This design comes from an exercise in tuning for small area, a short achievable clock period and few clock cycles on the open sky130 flow, not from production work.
Where RTL was checked, it was by simulation tests only, not by an equivalence proof against the original.

==> job 5280 <==
==> flow/design.v <==
module vbsort16 (
    input  wire         clk,
    input  wire         rst,           
    input  wire         in_valid,
    output wire         in_ready,
    input  wire [511:0] in_key,        
    input  wire [15:0]  in_s,          
    input  wire [15:0]  in_n,          
    input  wire [511:0] in_pay,        
    input  wire         desc,
    input  wire         nulls_first,
    input  wire         unsigned_key,
    output wire         out_valid,
    input  wire         out_ready,
    output wire [511:0] out_key,
    output wire [15:0]  out_s,
    output wire [15:0]  out_n,
    output wire [511:0] out_pay
);
    wire [65:0] sv [0:15];
    genvar gi, gj;
    generate
        for (gi = 0; gi < 16; gi = gi + 1) begin : g_sv
            wire s = in_s[gi];
            wire n = in_n[gi];
            wire c_hi = ~s & ~n;                        
            wire c_lo = nulls_first ? (s & ~n) : n;     
            wire [31:0] k = in_key[32*gi +: 32] ^ {~unsigned_key, 31'b0} ^ {32{desc}};
            assign sv[gi] = {c_hi, c_lo, k, in_pay[32*gi +: 32]};
        end
    endgenerate
    wire [119:0] lt;
    generate
        for (gi = 0; gi < 16; gi = gi + 1) begin : g_ca
            for (gj = gi + 1; gj < 16; gj = gj + 1) begin : g_cb
                assign lt[gi*15 - gi*(gi-1)/2 + gj - gi - 1] = sv[gi] < sv[gj];
            end
        end
    endgenerate
    reg          ov;
    reg  [511:0] r_key, r_pay;
    reg  [15:0]  r_s, r_n;
    reg  [119:0] r_lt;
    assign in_ready  = ~ov | out_ready;
    assign out_valid = ov;
    wire take = in_valid & in_ready;
    always @(posedge clk) begin
        if (rst)
            ov <= 1'b0;
        else if (in_ready)
            ov <= in_valid;
    end
    always @(posedge clk) begin
        if (take) begin
            r_key <= in_key;
            r_pay <= in_pay;
            r_s   <= in_s;
            r_n   <= in_n;
            r_lt  <= lt;
        end
    end
    reg [3:0] rank [0:15];
    integer a, b;
    always @(*) begin
        for (a = 0; a < 16; a = a + 1) begin
            rank[a] = 4'd0;
            for (b = 0; b < 16; b = b + 1) begin
                if (b < a)
                    rank[a] = rank[a] + {3'd0, r_lt[b*15 - b*(b-1)/2 + a - b - 1]};
                else if (b > a)
                    rank[a] = rank[a] + {3'd0, ~r_lt[a*15 - a*(a-1)/2 + b - a - 1]};
            end
        end
    end
    generate
        for (gi = 0; gi < 16; gi = gi + 1) begin : g_out
            reg [65:0] o;
            integer e;
            always @(*) begin
                o = 66'd0;
                for (e = 0; e < 16; e = e + 1)
                    o = o | ({66{rank[e] == gi}} & {r_s[e], r_n[e], r_key[32*e +: 32], r_pay[32*e +: 32]});
            end
            assign out_s[gi]            = o[65];
            assign out_n[gi]            = o[64];
            assign out_key[32*gi +: 32] = o[63:32];
            assign out_pay[32*gi +: 32] = o[31:0];
        end
    endgenerate
endmodule
==> flow/run.sh <==
#!/bin/bash
# synth_recipe.tcl (not shown) runs the flow's synth.tcl, then flattens the netlist and writes it again
# the make line also repeats each setting of config.mk as NAME=value (left out here)
make -C /OpenROAD-flow-scripts/flow DESIGN_CONFIG=/design/flow/config.mk WORK_HOME=/design/flow/orfs CLKGATE_MAP_FILE= SYNTH_SCRIPT=/design/flow/synth_recipe.tcl finish
==> flow/config.mk <==
export PLATFORM = sky130hd
export DESIGN_NAME = vbsort16
export DESIGN_NICKNAME = vbsort16
export VERILOG_FILES = /design/flow/design.v
export SDC_FILE = /design/flow/constraint.sdc
export NUM_CORES = 8
export LEC_CHECK = 0
export CAP_MARGIN = 20
export CORE_AREA = 10 10 790 790
export DIE_AREA = 0 0 800 800
export PLACE_DENSITY = 0.4
export SLEW_MARGIN = 20
==> flow/constraint.sdc <==
create_clock -name core_clock -period 9.0 [get_ports {clk}]
set_input_delay 1.8000 -clock core_clock [delete_from_list [all_inputs] [get_ports {clk}]]
set_output_delay 1.8000 -clock core_clock [all_outputs]
set_load 0.01 [all_outputs]
==> job 6048 (differences from job 5280) <==
==> flow/design.v, changed modules only <==
module vbsort16 (
    input  wire         clk,
    input  wire         rst,           
    input  wire         in_valid,
    output wire         in_ready,
    input  wire [511:0] in_key,        
    input  wire [15:0]  in_s,          
    input  wire [15:0]  in_n,          
    input  wire [511:0] in_pay,        
    input  wire         desc,
    input  wire         nulls_first,
    input  wire         unsigned_key,
    output wire         out_valid,
    input  wire         out_ready,
    output wire [511:0] out_key,
    output wire [15:0]  out_s,
    output wire [15:0]  out_n,
    output wire [511:0] out_pay
);
    localparam [1:0] S_IDLE = 2'd0,
                     S_SORT = 2'd1,
                     S_OUT  = 2'd2;
    localparam EW = 66;            
    reg [1:0]        state;
    reg [3:0]        step;         
    reg [EW*16-1:0]  ev;           
    reg              desc_r, nf_r, uns_r;
    assign in_ready  = (state == S_IDLE);
    assign out_valid = (state == S_OUT);
    reg [2:0] st_t;
    reg [1:0] st_d;
    always @(*) begin
        case (step)
            4'd0:    begin st_t = 3'd1; st_d = 2'd0; end
            4'd1:    begin st_t = 3'd2; st_d = 2'd1; end
            4'd2:    begin st_t = 3'd2; st_d = 2'd0; end
            4'd3:    begin st_t = 3'd3; st_d = 2'd2; end
            4'd4:    begin st_t = 3'd3; st_d = 2'd1; end
            4'd5:    begin st_t = 3'd3; st_d = 2'd0; end
            4'd6:    begin st_t = 3'd4; st_d = 2'd3; end
            4'd7:    begin st_t = 3'd4; st_d = 2'd2; end
            4'd8:    begin st_t = 3'd4; st_d = 2'd1; end
            default: begin st_t = 3'd4; st_d = 2'd0; end
        endcase
    end
    function [1:0] cls(input s, input n, input nf);
        if (n)       cls = nf ? 2'd0 : 2'd1;
        else if (s)  cls = nf ? 2'd1 : 2'd0;
        else         cls = 2'd2;
    endfunction
    function earlier(input [EW-1:0] x, input [EW-1:0] y, input nf, input dsc, input uns);
        reg [1:0]  cx, cy;
        reg [31:0] kx, ky;
        reg        klt, kgt;
        begin
            cx = cls(x[65], x[64], nf);
            cy = cls(y[65], y[64], nf);
            kx = {x[63] ^ ~uns, x[62:32]};
            ky = {y[63] ^ ~uns, y[62:32]};
            klt = dsc ? (kx > ky) : (kx < ky);
            kgt = dsc ? (kx < ky) : (kx > ky);
            earlier = (cx < cy) || (cx == cy && (klt || (!kgt && x[31:0] < y[31:0])));
        end
    endfunction
    wire [EW*16-1:0] nv;
    genvar gp;
    generate
        for (gp = 0; gp < 16; gp = gp + 1) begin : g_pos
            wire [EW-1:0] self = ev[EW*gp +: EW];
            reg  [EW-1:0] partner;
            reg           lower, asc;
            always @(*) begin
                case (st_d)
                    2'd0:    partner = ev[EW*(gp ^ 1) +: EW];
                    2'd1:    partner = ev[EW*(gp ^ 2) +: EW];
                    2'd2:    partner = ev[EW*(gp ^ 4) +: EW];
                    default: partner = ev[EW*(gp ^ 8) +: EW];
                endcase
                lower = ((gp >> st_d) & 1) == 0;
                asc   = ((gp >> st_t) & 1) == 0;
            end
            wire take_earlier = (lower == asc);
            wire use_partner  = take_earlier ? earlier(partner, self, nf_r, desc_r, uns_r)
                                             : earlier(self, partner, nf_r, desc_r, uns_r);
            assign nv[EW*gp +: EW] = use_partner ? partner : self;
            assign out_s[gp]            = self[65];
            assign out_n[gp]            = self[64];
            assign out_key[32*gp +: 32] = self[63:32];
            assign out_pay[32*gp +: 32] = self[31:0];
        end
    endgenerate
    integer i;
    always @(posedge clk) begin
        if (rst) begin
            state <= S_IDLE;
        end else begin
            case (state)
                S_IDLE: begin
                    if (in_valid) begin
                        for (i = 0; i < 16; i = i + 1)
                            ev[EW*i +: EW] <= {in_s[i], in_n[i], in_key[32*i +: 32], in_pay[32*i +: 32]};
                        desc_r <= desc;
                        nf_r   <= nulls_first;
                        uns_r  <= unsigned_key;
                        step   <= 4'd0;
                        state  <= S_SORT;
                    end
                end
                S_SORT: begin
                    ev   <= nv;
                    step <= step + 4'd1;
                    if (step == 4'd9)
                        state <= S_OUT;
                end
                S_OUT: begin
                    if (out_ready)
                        state <= S_IDLE;
                end
                default: state <= S_IDLE;
            endcase
        end
    end
endmodule
==> run notes <==
                                                                                               job 6048               job 5280
Summed instance area of the synthesized netlist                                              90,100 µm²            317,000 µm²
Run status                                                                               finished clean         did not finish
Last stage reached                                                                                    -         global routing
Post-CTS setup-driven buffer insertion count                                                          0                    403
EDFF count, synth                                                                                 1,063                  1,176
Yosys warnings                                                                                        1                      2
Most repeated cell in the gate-level netlist after synthesis                   sky130_fd_sc_hd__nand2_1  sky130_fd_sc_hd__ha_1
FF+latch count, synth                                                                             1,070                  1,177
Cell area after placement                                                                   122,000 µm²            370,000 µm²
Global placement routability congestion                                                           0.953                   1.66
Cells after Synth                                                                                 10.2k                  40.5k
Complex-gate fraction of the synthesized area                                                     29.7%                  33.4%
Share of the synthesized netlist area taken by xor and xnor gates                                0.486%                  1.45%
Basic-gate share of the synthesized area counting and, or, nand and nor cells                     13.3%                  16.8%
Part of the Yosys area used for sequential elements                                               35.6%                  11.2%
Mux cell area share after synthesis                                                               1.83%               0.00987%
Adder-cell area share of the yosys netlist                                                        14.9%                  31.9%
Number of placed instances, taps included                                                         19.9k                  50.8k
Avg Synthesized Cell Area                                                                      8.83 µm²               7.83 µm²
Testbench counts of job 6048, summed over its fixed seeds: cycles 6,144.
Function not checked in job 5280: the RTL went through the layout flow alone.

[port drivers added, routing unchanged]
Ports are ideal in the flow. The routed layout listed here was re-timed in OpenROAD.
Step 1 (the two cells are an assumption about what drives the block):
set clk [get_ports {clk}]
set_driving_cell -lib_cell sky130_fd_sc_hd__clkbuf_16 $clk
set_driving_cell -lib_cell sky130_fd_sc_hd__buf_2 [delete_from_list [all_inputs] $clk]
Step 2 also shifts input and output timing later by t, the mid clock arrival at the registers, as if the neighbouring blocks saw the same clock.
Three values: ideal, step 1, step 2; two values: the first two.
run: job 6048
shift t [ns]: 1.026
setup slack, ns: 0.543 / 0.543 / 0.543
slew at the worst register clock pin (ns): 0.07 / 0.07
pins driven straight from the clock port: 1
After both steps setup and hold are still met in job 6048. The setup slack of job 6048 moves by 0.000 ns with the drivers and by 0.000 ns with both steps.
